Source: an optimization exercise on an open RTL-to-GDS flow (aim: small area, a short achievable clock period and few clock cycles per item). Production flows keep margins and buffers that such runs may drop.
At most, simulation tests tie the RTL to the original design; equivalence was not proved.
Power figures rest on the tool's default switching activity, not on a simulated workload.

==> umber: inputs <==
==> flow/design.v <==
module stripe_engine (
  input  wire        clk,
  input  wire        rst,
  input  wire        cmd_valid,
  output wire        cmd_ready,
  input  wire [1:0]  cmd_op,        
  input  wire [4:0]  cmd_dcount,    
  input  wire [21:0] cmd_miss,      
  input  wire        cmd_miss_p,    
  input  wire        cmd_miss_q,    
  input  wire        in_valid,
  output wire        in_ready,
  input  wire [63:0] in_data,
  output wire        res_valid,
  input  wire        res_ready,
  output reg  [2:0]  res_status,
  output reg  [4:0]  res_pos,
  output reg  [63:0] res_p,
  output reg  [63:0] res_q,
  output reg  [63:0] res_dx,
  output reg  [63:0] res_dy
);
  localparam ST_OK = 3'd0, ST_QBAD = 3'd1, ST_PBAD = 3'd2, ST_LOST = 3'd3, ST_DBAD = 3'd4;
  function automatic [7:0] gf_mul(input [7:0] a, input [7:0] b);
    reg [7:0] r, t;
    integer i;
    begin
      r = 8'h00;
      t = a;
      for (i = 0; i < 8; i = i + 1) begin
        if (b[i]) r = r ^ t;
        t = {t[6:0], 1'b0} ^ (t[7] ? 8'h1D : 8'h00);
      end
      gf_mul = r;
    end
  endfunction
  function automatic [7:0] gf_xtime(input [7:0] a);
    gf_xtime = {a[6:0], 1'b0} ^ (a[7] ? 8'h1D : 8'h00);
  endfunction
  function automatic [7:0] gf_xinv(input [7:0] a);
    gf_xinv = {1'b0, a[7:1]} ^ (a[0] ? 8'h8E : 8'h00);
  endfunction
  function automatic [7:0] g_pos(input [4:0] e);
    case (e)
      5'd0: g_pos = 8'h01;
      5'd1: g_pos = 8'h02;
      5'd2: g_pos = 8'h04;
      5'd3: g_pos = 8'h08;
      5'd4: g_pos = 8'h10;
      5'd5: g_pos = 8'h20;
      5'd6: g_pos = 8'h40;
      5'd7: g_pos = 8'h80;
      5'd8: g_pos = 8'h1D;
      5'd9: g_pos = 8'h3A;
      5'd10: g_pos = 8'h74;
      5'd11: g_pos = 8'hE8;
      5'd12: g_pos = 8'hCD;
      5'd13: g_pos = 8'h87;
      5'd14: g_pos = 8'h13;
      5'd15: g_pos = 8'h26;
      5'd16: g_pos = 8'h4C;
      5'd17: g_pos = 8'h98;
      5'd18: g_pos = 8'h2D;
      5'd19: g_pos = 8'h5A;
      5'd20: g_pos = 8'hB4;
      5'd21: g_pos = 8'h75;
      default: g_pos = 8'h00;
    endcase
  endfunction
  function automatic [7:0] g_neg(input [4:0] e);
    case (e)
      5'd0: g_neg = 8'h01;
      5'd1: g_neg = 8'h8E;
      5'd2: g_neg = 8'h47;
      5'd3: g_neg = 8'hAD;
      5'd4: g_neg = 8'hD8;
      5'd5: g_neg = 8'h6C;
      5'd6: g_neg = 8'h36;
      5'd7: g_neg = 8'h1B;
      5'd8: g_neg = 8'h83;
      5'd9: g_neg = 8'hCF;
      5'd10: g_neg = 8'hE9;
      5'd11: g_neg = 8'hFA;
      5'd12: g_neg = 8'h7D;
      5'd13: g_neg = 8'hB0;
      5'd14: g_neg = 8'h58;
      5'd15: g_neg = 8'h2C;
      5'd16: g_neg = 8'h16;
      5'd17: g_neg = 8'h0B;
      5'd18: g_neg = 8'h8B;
      5'd19: g_neg = 8'hCB;
      5'd20: g_neg = 8'hEB;
      5'd21: g_neg = 8'hFB;
      default: g_neg = 8'h00;
    endcase
  endfunction
  function automatic [7:0] g_tinv(input [4:0] e);
    case (e)
      5'd1: g_tinv = 8'hF4;
      5'd2: g_tinv = 8'hA7;
      5'd3: g_tinv = 8'h9D;
      5'd4: g_tinv = 8'h72;
      5'd5: g_tinv = 8'hED;
      5'd6: g_tinv = 8'h5F;
      5'd7: g_tinv = 8'h54;
      5'd8: g_tinv = 8'hA0;
      5'd9: g_tinv = 8'hA9;
      5'd10: g_tinv = 8'hFB;
      5'd11: g_tinv = 8'h74;
      5'd12: g_tinv = 8'h85;
      5'd13: g_tinv = 8'hE4;
      5'd14: g_tinv = 8'hC0;
      5'd15: g_tinv = 8'h8A;
      5'd16: g_tinv = 8'h67;
      5'd17: g_tinv = 8'hDC;
      5'd18: g_tinv = 8'h26;
      5'd19: g_tinv = 8'h63;
      5'd20: g_tinv = 8'hF2;
      5'd21: g_tinv = 8'hE9;
      default: g_tinv = 8'h00;
    endcase
  endfunction
  reg        busy_in;           
  reg        cmd_ready_r;
  reg        in_ready_r;
  reg        rdy_d, rdy_p, rdy_q;   
  reg        rec_r, chk_r;      
  reg [4:0]  n_r;               
  reg [21:0] miss_r;
  reg        mp_r, mq_r;
  reg [4:0]  bcnt;              
  reg [4:0]  xr, yr;            
  reg [1:0]  nd;                
  reg [63:0] pacc, racc;        
  assign cmd_ready = cmd_ready_r;
  assign in_ready  = in_ready_r;
  wire cmd_take  = cmd_valid & cmd_ready_r;
  wire beat_d    = in_valid & rdy_d;
  wire beat_p    = in_valid & rdy_p;
  wire beat_q    = in_valid & rdy_q;
  wire missing   = rec_r & miss_r[bcnt];
  wire first     = (bcnt == 5'd0);
  wire last_d    = (bcnt == n_r - 5'd1);
  wire [4:0] bnext = bcnt + 5'd1;
  reg [63:0] racc_x;
  integer l;
  always @(*) begin
    for (l = 0; l < 8; l = l + 1)
      racc_x[8*l +: 8] = gf_xinv(racc[8*l +: 8]);
  end
  reg        pass;              
  reg        ldone;             
  reg [3:0]  cnt;               
  reg        rv;                
  reg [7:0]  kr, kq, kt;        
  reg        m_gen, m_chk, m_lost, m_c4, m_c5, m_c6, m_c7, m_mp, m_mq;
  reg [4:0]  n_pass;
  reg [7:0]  s_u, s_x;          
  reg        found;             
  reg        bad;
  reg        spnz, sqnz;
  reg        sact;              
  reg [7:0]  st;                
  reg [4:0]  sj;
  reg        xfound;
  reg [4:0]  xpos;
  assign res_valid = rv;
  wire [7:0] lp = res_p[7:0];
  wire [7:0] lq = res_q[7:0];
  wire [7:0] la = res_dx[7:0];
  wire [7:0] lr = res_dy[7:0];
  wire [7:0] tp = res_p[63:56];
  wire [7:0] tq = res_q[63:56];
  wire [7:0] sp  = lp ^ la;
  wire [7:0] mr  = gf_mul(kr, lr);
  wire [7:0] sq  = lq ^ mr;
  wire [7:0] opq = m_c5 ? sp : m_chk ? tp : lq;
  wire [7:0] mq  = gf_mul(kq, opq);
  wire [7:0] opt = m_chk ? tq : s_u;
  wire [7:0] mt  = gf_mul(kt, opt);
  reg [7:0] np, nq, x1;
  always @(*) begin
    np = 8'd0; nq = 8'd0; x1 = 8'd0;
    if (m_gen) begin
      np = la; nq = mr;
    end else if (m_chk) begin
      np = sp; nq = sq;
    end else if (m_c4) begin
      np = m_mp ? la : lp;
      nq = m_mq ? mr : lq;
    end else if (m_c5) begin
      np = lp;
      nq = m_mq ? (mr ^ mq) : lq;
      x1 = sp;
    end else if (m_c6) begin
      x1 = mq ^ mr;
      np = la ^ mq ^ mr;
      nq = lq;
    end else if (m_c7) begin
      np = lp; nq = lq;
      x1 = sp;
    end
  end
  wire [7:0] nx = m_c7 ? (s_x ^ mt) : s_x;
  wire [7:0] ny = m_c7 ? mt : 8'd0;
  wire [7:0] st1 = gf_xtime(st);
  wire [7:0] st2 = gf_xtime(st1);
  wire [7:0] st3 = gf_xtime(st2);
  wire [7:0] st4 = gf_xtime(st3);
  wire h0 = (st  == kq) && (sj        < n_pass);
  wire h1 = (st1 == kq) && (sj + 5'd1 < n_pass);
  wire h2 = (st2 == kq) && (sj + 5'd2 < n_pass);
  wire h3 = (st3 == kq) && (sj + 5'd3 < n_pass);
  wire [2:0] nlost = {1'b0, nd} + {2'b00, mp_r} + {2'b00, mq_r};
  wire s_lost = rec_r & (nlost > 3'd2);
  wire s_c4 = rec_r & ~s_lost & (nd == 2'd0);
  wire s_c5 = rec_r & ~s_lost & (nd == 2'd1) & ~mp_r;
  wire s_c6 = rec_r & ~s_lost & (nd == 2'd1) & mp_r;
  wire s_c7 = rec_r & ~s_lost & (nd == 2'd2);
  wire [4:0] e_r = (s_c6 | s_c7) ? (n_r - 5'd1 - xr) : (n_r - 5'd1);
  wire idle_next = ~pass & ~(rv & ~res_ready);
  always @(posedge clk) begin
    if (rst) begin
      busy_in     <= 1'b0;
      cmd_ready_r <= 1'b1;
      in_ready_r  <= 1'b0;
      rdy_d       <= 1'b0;
      rdy_p       <= 1'b0;
      rdy_q       <= 1'b0;
      pass        <= 1'b0;
      rv          <= 1'b0;
      sact        <= 1'b0;
    end else begin
      if (cmd_take) begin
        busy_in     <= 1'b1;
        cmd_ready_r <= 1'b0;
        in_ready_r  <= 1'b1;
        rdy_d       <= 1'b1;
        rec_r  <= (cmd_op == 2'd1);
        chk_r  <= (cmd_op == 2'd2);
        n_r    <= cmd_dcount;
        miss_r <= cmd_miss;
        mp_r   <= cmd_miss_p;
        mq_r   <= cmd_miss_q;
        bcnt   <= 5'd0;
        nd     <= 2'd0;
      end
      if (beat_d) begin
        bcnt <= bnext;
        if (missing) begin
          if (nd == 2'd0) xr <= bcnt;
          if (nd == 2'd1) yr <= bcnt;
          if (nd != 2'd3) nd <= nd + 2'd1;
        end
        if (last_d) begin
          rdy_d      <= 1'b0;
          in_ready_r <= idle_next;
          rdy_p      <= idle_next;
        end
      end
      if (busy_in & ~rdy_d & ~rdy_q & ~in_ready_r) begin
        in_ready_r <= idle_next;
        rdy_p      <= idle_next;
      end
      if (beat_p) begin
        rdy_p <= 1'b0;
        rdy_q <= 1'b1;
      end
      if (beat_q) begin
        rdy_q       <= 1'b0;
        busy_in     <= 1'b0;
        cmd_ready_r <= 1'b1;
        in_ready_r  <= 1'b0;
      end
      if (beat_q) begin
        pass   <= 1'b1;
        ldone  <= 1'b0;
        cnt    <= 4'd0;
        m_gen  <= ~rec_r & ~chk_r;
        m_chk  <= chk_r;
        m_lost <= s_lost;
        m_c4   <= s_c4;
        m_c5   <= s_c5;
        m_c6   <= s_c6;
        m_c7   <= s_c7;
        m_mp   <= mp_r;
        m_mq   <= mq_r;
        n_pass <= n_r;
        kr     <= g_pos(e_r);
        kq     <= s_c5 ? g_pos(xr) : g_neg(xr);
        kt     <= g_tinv(yr - xr);
        found  <= 1'b0;
        bad    <= 1'b0;
        spnz   <= 1'b0;
        sqnz   <= 1'b0;
        sact   <= 1'b0;
        xfound <= 1'b0;
      end else if (pass) begin
        if (!ldone) begin
          cnt <= cnt + 4'd1;
          if (cnt == 4'd8) begin
            ldone <= 1'b1;
            if (!m_chk) begin
              pass       <= 1'b0;
              rv         <= 1'b1;
              res_pos    <= 5'd0;
              res_status <= m_lost ? ST_LOST : ST_OK;
            end
          end
          if (m_chk && cnt != 4'd0) begin
            if (tp != 8'd0) spnz <= 1'b1;
            if (tq != 8'd0) sqnz <= 1'b1;
            if (!found) begin
              if (tp != 8'd0) begin
                found <= 1'b1;
                kt    <= tp;
                kq    <= tq;
                st    <= tp;
                sj    <= 5'd0;
                sact  <= 1'b1;
              end else if (tq != 8'd0) begin
                bad <= 1'b1;
              end
            end else if (mt != mq) begin
              bad <= 1'b1;
            end
          end
        end
        if (sact) begin
          if (h0 | h1 | h2 | h3) begin
            xfound <= 1'b1;
            xpos   <= h0 ? sj : h1 ? sj + 5'd1 : h2 ? sj + 5'd2 : sj + 5'd3;
            sact   <= 1'b0;
          end else if (sj + 5'd4 >= n_pass) begin
            sact   <= 1'b0;
          end
          st <= st4;
          sj <= sj + 5'd4;
        end
        if (ldone && !sact) begin
          pass <= 1'b0;
          rv   <= 1'b1;
          res_pos <= 5'd0;
          if (!spnz && !sqnz)      res_status <= ST_OK;
          else if (!spnz)          res_status <= ST_QBAD;
          else if (!sqnz)          res_status <= ST_PBAD;
          else if (!bad && xfound) begin
            res_status <= ST_DBAD;
            res_pos    <= xpos;
          end else                 res_status <= ST_LOST;
        end
      end
      if (rv && res_ready)
        rv <= 1'b0;
    end
  end
  always @(posedge clk) begin
    pacc <= ((beat_d & first) ? 64'd0 : pacc) ^ ((beat_d & ~missing) ? in_data : 64'd0);
    if (beat_d)
      racc <= (first ? 64'd0 : racc_x) ^ (missing ? 64'd0 : in_data);
  end
  always @(posedge clk) begin
    s_u <= sp ^ mq ^ mr;
    s_x <= x1;
  end
  always @(posedge clk) begin
    if (beat_p)
      res_p <= in_data;
    if (beat_q) begin
      res_q  <= in_data;
      res_dx <= pacc;
      res_dy <= racc;
    end
    if (pass && !ldone && cnt != 4'd8) begin
      res_p <= {np, res_p[63:8]};
      res_q <= {nq, res_q[63:8]};
    end
    if (pass && !ldone) begin
      res_dx <= {nx, res_dx[63:8]};
      res_dy <= {ny, res_dy[63:8]};
    end
  end
endmodule
==> flow/flow/run.sh <==
#!/bin/bash
# Standard ORFS layout with a tighter repair target and small port buffers.
set -euo pipefail
bash standard.sh SETUP_SLACK_MARGIN=10.2 \
  "BUFFER_PORTS_ARGS=-buffer_cell sky130_fd_sc_hd__buf_1" finish > orfs_make.log 2>&1
==> flow/standard.sh <==
#!/bin/bash
# synth_recipe.tcl (not shown) runs the flow's synth.tcl, then flattens the netlist and writes it again
# the make line also repeats each setting of config.mk as NAME=value (left out here)
make -C /OpenROAD-flow-scripts/flow DESIGN_CONFIG=/design/flow/config.mk WORK_HOME=/design/flow/orfs CLKGATE_MAP_FILE= SYNTH_SCRIPT=/design/flow/synth_recipe.tcl "${@:-finish}"
==> flow/config.mk <==
export PLATFORM = sky130hd
export DESIGN_NAME = stripe_engine
export DESIGN_NICKNAME = stripe_engine
export VERILOG_FILES = /design/flow/design.v
export SDC_FILE = /design/flow/constraint.sdc
export NUM_CORES = 4
export LEC_CHECK = 0
export CAP_MARGIN = 20
export CORE_MARGIN = 2
export CORE_UTILIZATION = 25
export PLACE_DENSITY = 0.35
export SLEW_MARGIN = 20
==> flow/constraint.sdc <==
create_clock -name core_clock -period 15.0 [get_ports {clk}]
set_input_delay 3.0000 -clock core_clock [delete_from_list [all_inputs] [get_ports {clk}]]
set_output_delay 3.0000 -clock core_clock [all_outputs]
set_load 0.01 [all_outputs]
==> inputs of raven, as changes to umber <==
--- a/flow/design.v
+++ b/flow/design.v
@@ -125,3 +125,2 @@
   reg        in_ready_r;
-  reg        rdy_d, rdy_p, rdy_q;   
   reg        rec_r, chk_r;      
@@ -131,2 +130,3 @@
   reg [4:0]  bcnt;              
+  reg        ph_p, ph_q;        
   reg [4:0]  xr, yr;            
@@ -137,5 +137,6 @@
   wire cmd_take  = cmd_valid & cmd_ready_r;
-  wire beat_d    = in_valid & rdy_d;
-  wire beat_p    = in_valid & rdy_p;
-  wire beat_q    = in_valid & rdy_q;
+  wire beat      = in_valid & in_ready_r;
+  wire beat_d    = beat & ~ph_p & ~ph_q;
+  wire beat_p    = beat & ph_p;
+  wire beat_q    = beat & ph_q;
   wire missing   = rec_r & miss_r[bcnt];
@@ -143,3 +144,3 @@
   wire last_d    = (bcnt == n_r - 5'd1);
-  wire [4:0] bnext = bcnt + 5'd1;
+  wire [63:0] din = missing ? 64'd0 : in_data;
   reg [63:0] racc_x;
@@ -152,3 +153,3 @@
   reg        ldone;             
-  reg [3:0]  cnt;               
+  reg [2:0]  lane;
   reg        rv;                
@@ -157,3 +158,2 @@
   reg [4:0]  n_pass;
-  reg [7:0]  s_u, s_x;          
   reg        found;             
@@ -167,2 +167,3 @@
   assign res_valid = rv;
+  wire idle = ~pass & ~rv;
   wire [7:0] lp = res_p[7:0];
@@ -171,4 +172,2 @@
   wire [7:0] lr = res_dy[7:0];
-  wire [7:0] tp = res_p[63:56];
-  wire [7:0] tq = res_q[63:56];
   wire [7:0] sp  = lp ^ la;
@@ -176,9 +175,10 @@
   wire [7:0] sq  = lq ^ mr;
-  wire [7:0] opq = m_c5 ? sp : m_chk ? tp : lq;
+  wire [7:0] opq = (m_c5 | m_chk) ? sp : lq;
   wire [7:0] mq  = gf_mul(kq, opq);
-  wire [7:0] opt = m_chk ? tq : s_u;
+  wire [7:0] u   = sp ^ mq ^ mr;
+  wire [7:0] opt = m_chk ? sq : u;
   wire [7:0] mt  = gf_mul(kt, opt);
-  reg [7:0] np, nq, x1;
+  reg [7:0] np, nq, nx, ny;
   always @(*) begin
-    np = 8'd0; nq = 8'd0; x1 = 8'd0;
+    np = 8'd0; nq = 8'd0; nx = 8'd0; ny = 8'd0;
     if (m_gen) begin
@@ -193,5 +193,5 @@
       nq = m_mq ? (mr ^ mq) : lq;
-      x1 = sp;
+      nx = sp;
     end else if (m_c6) begin
-      x1 = mq ^ mr;
+      nx = mq ^ mr;
       np = la ^ mq ^ mr;
@@ -200,7 +200,6 @@
       np = lp; nq = lq;
-      x1 = sp;
+      nx = sp ^ mt;
+      ny = mt;
     end
   end
-  wire [7:0] nx = m_c7 ? (s_x ^ mt) : s_x;
-  wire [7:0] ny = m_c7 ? mt : 8'd0;
   wire [7:0] st1 = gf_xtime(st);
@@ -220,3 +219,2 @@
   wire [4:0] e_r = (s_c6 | s_c7) ? (n_r - 5'd1 - xr) : (n_r - 5'd1);
-  wire idle_next = ~pass & ~(rv & ~res_ready);
   always @(posedge clk) begin
@@ -226,6 +224,4 @@
       in_ready_r  <= 1'b0;
-      rdy_d       <= 1'b0;
-      rdy_p       <= 1'b0;
-      rdy_q       <= 1'b0;
       pass        <= 1'b0;
+      ldone       <= 1'b0;
       rv          <= 1'b0;
@@ -237,3 +233,2 @@
         in_ready_r  <= 1'b1;
-        rdy_d       <= 1'b1;
         rec_r  <= (cmd_op == 2'd1);
@@ -245,2 +240,4 @@
         bcnt   <= 5'd0;
+        ph_p   <= 1'b0;
+        ph_q   <= 1'b0;
         nd     <= 2'd0;
@@ -248,3 +245,5 @@
       if (beat_d) begin
-        bcnt <= bnext;
+        pacc <= (first ? 64'd0 : pacc)   ^ din;
+        racc <= (first ? 64'd0 : racc_x) ^ din;
+        bcnt <= bcnt + 5'd1;
         if (missing) begin
@@ -255,17 +254,14 @@
         if (last_d) begin
-          rdy_d      <= 1'b0;
-          in_ready_r <= idle_next;
-          rdy_p      <= idle_next;
+          ph_p <= 1'b1;
+          in_ready_r <= ~pass & ~(rv & ~res_ready);
         end
       end
-      if (busy_in & ~rdy_d & ~rdy_q & ~in_ready_r) begin
-        in_ready_r <= idle_next;
-        rdy_p      <= idle_next;
-      end
+      if (ph_p & ~beat_p & ~in_ready_r)
+        in_ready_r <= ~pass & ~(rv & ~res_ready);
       if (beat_p) begin
-        rdy_p <= 1'b0;
-        rdy_q <= 1'b1;
+        ph_p <= 1'b0;
+        ph_q <= 1'b1;
       end
       if (beat_q) begin
-        rdy_q       <= 1'b0;
+        ph_q        <= 1'b0;
         busy_in     <= 1'b0;
@@ -277,3 +273,3 @@
         ldone  <= 1'b0;
-        cnt    <= 4'd0;
+        lane   <= 3'd0;
         m_gen  <= ~rec_r & ~chk_r;
@@ -299,24 +295,16 @@
         if (!ldone) begin
-          cnt <= cnt + 4'd1;
-          if (cnt == 4'd8) begin
-            ldone <= 1'b1;
-            if (!m_chk) begin
-              pass       <= 1'b0;
-              rv         <= 1'b1;
-              res_pos    <= 5'd0;
-              res_status <= m_lost ? ST_LOST : ST_OK;
-            end
-          end
-          if (m_chk && cnt != 4'd0) begin
-            if (tp != 8'd0) spnz <= 1'b1;
-            if (tq != 8'd0) sqnz <= 1'b1;
+          lane <= lane + 3'd1;
+          if (lane == 3'd7) ldone <= 1'b1;
+          if (sp != 8'd0) spnz <= 1'b1;
+          if (sq != 8'd0) sqnz <= 1'b1;
+          if (m_chk) begin
             if (!found) begin
-              if (tp != 8'd0) begin
+              if (sp != 8'd0) begin
                 found <= 1'b1;
-                kt    <= tp;
-                kq    <= tq;
-                st    <= tp;
+                kt    <= sp;
+                kq    <= sq;
+                st    <= sp;
                 sj    <= 5'd0;
                 sact  <= 1'b1;
-              end else if (tq != 8'd0) begin
+              end else if (sq != 8'd0) begin
                 bad <= 1'b1;
@@ -343,9 +331,13 @@
           res_pos <= 5'd0;
-          if (!spnz && !sqnz)      res_status <= ST_OK;
-          else if (!spnz)          res_status <= ST_QBAD;
-          else if (!sqnz)          res_status <= ST_PBAD;
-          else if (!bad && xfound) begin
-            res_status <= ST_DBAD;
-            res_pos    <= xpos;
-          end else                 res_status <= ST_LOST;
+          if (m_chk) begin
+            if (!spnz && !sqnz)      res_status <= ST_OK;
+            else if (!spnz)          res_status <= ST_QBAD;
+            else if (!sqnz)          res_status <= ST_PBAD;
+            else if (!bad && xfound) begin
+              res_status <= ST_DBAD;
+              res_pos    <= xpos;
+            end else                 res_status <= ST_LOST;
+          end else begin
+            res_status <= m_lost ? ST_LOST : ST_OK;
+          end
         end
@@ -357,11 +349,2 @@
   always @(posedge clk) begin
-    pacc <= ((beat_d & first) ? 64'd0 : pacc) ^ ((beat_d & ~missing) ? in_data : 64'd0);
-    if (beat_d)
-      racc <= (first ? 64'd0 : racc_x) ^ (missing ? 64'd0 : in_data);
-  end
-  always @(posedge clk) begin
-    s_u <= sp ^ mq ^ mr;
-    s_x <= x1;
-  end
-  always @(posedge clk) begin
     if (beat_p)
@@ -373,7 +356,5 @@
     end
-    if (pass && !ldone && cnt != 4'd8) begin
-      res_p <= {np, res_p[63:8]};
-      res_q <= {nq, res_q[63:8]};
-    end
     if (pass && !ldone) begin
+      res_p  <= {np, res_p[63:8]};
+      res_q  <= {nq, res_q[63:8]};
       res_dx <= {nx, res_dx[63:8]};
==> flow/flow/run.sh (replaced) <==
#!/bin/bash
# Standard ORFS layout with a tighter repair target and small port buffers.
set -euo pipefail
bash standard.sh SETUP_SLACK_MARGIN=${MARGIN:-11} \
  "BUFFER_PORTS_ARGS=-buffer_cell sky130_fd_sc_hd__buf_1" finish > orfs_make.log 2>&1
==> inputs of sierra, as changes to umber <==
==> flow/flow/run.sh (replaced) <==
#!/bin/bash
# Standard ORFS layout with a tighter repair target and small port buffers.
set -euo pipefail
bash standard.sh SETUP_SLACK_MARGIN=10.6 \
  "BUFFER_PORTS_ARGS=-buffer_cell sky130_fd_sc_hd__buf_1" finish > orfs_make.log 2>&1
==> qor summary <==
Result of the run: umber no timing/DRC/antenna violations; raven no timing/DRC/antenna violations; sierra no timing/DRC/antenna violations
Smallest setup slack after layout: umber 10.32 ns; raven 10.23 ns; sierra 10.60 ns
Number of clock sinks: umber 545; raven 526; sierra 545
DPL Wire Length: umber 91.2 mm; raven 89.6 mm; sierra 90.6 mm
Inserted Diodes: umber 4; raven 2; sierra 2
Startpoint types: umber input pin; raven register; sierra input pin
Non-clock buffer share: umber 0.0521; raven 0.170; sierra 0.0755
Sequential cells: umber 545; raven 526; sierra 545
Switching power of the nets: umber 1.19 mW; raven 1.62 mW; sierra 1.21 mW
# nets final: umber 3,681; raven 4,063; sierra 3,768
Post-synthesis sequential area ratio: umber 0.500; raven 0.506; sierra 0.500
Layout-stage area growth over the synthesis result: umber 19.3%; raven 43.0%; sierra 22.8%
Worst Path Required: umber 15.57 ns; raven 15.40 ns; sierra 15.51 ns
Top cell type's share of synthesized area: umber 0.431; raven 0.492; sierra 0.431
Testbench counts of raven, summed over its fixed seeds: cycles 37,038, items 1,920.
Function not checked in umber and sierra: the RTL went through the layout flow alone.

## static timing again, ports no longer ideal
No port has a modelled driver above. Below, the same layouts with a new extraction and two added sets of constraints.
Step 1 assumes that a clkbuf_16 drives the clock port and a buf_2 every other input.
Step 2 moves the port delays by t, midway between the first and last clock arrival at a register: inputs arrive t later, outputs are due t later. That takes back most of the time a late clock gives input paths.
Slacks: ideal ports / drivers / drivers and shift; pairs: ideal ports / drivers.
run | t (ns) | setup slack, ns | worst setup path at the end | latest minus earliest clock arrival (ns) | cell pins on the clock port's net
umber | 0.712 | 10.318 / 10.287 / 9.594 | input to register | 0.028 / 0.028 | 1
raven | 0.712 | 10.226 / 10.226 / 10.059 | input to register | 0.043 / 0.043 | 1
sierra | 0.724 | 10.603 / 10.539 / 9.882 | input to register | 0.063 / 0.063 | 1
After both steps setup and hold are still met in every run listed. The setup slack of umber, which loses most, moves by -0.031 ns with the drivers and by -0.724 ns with both steps.
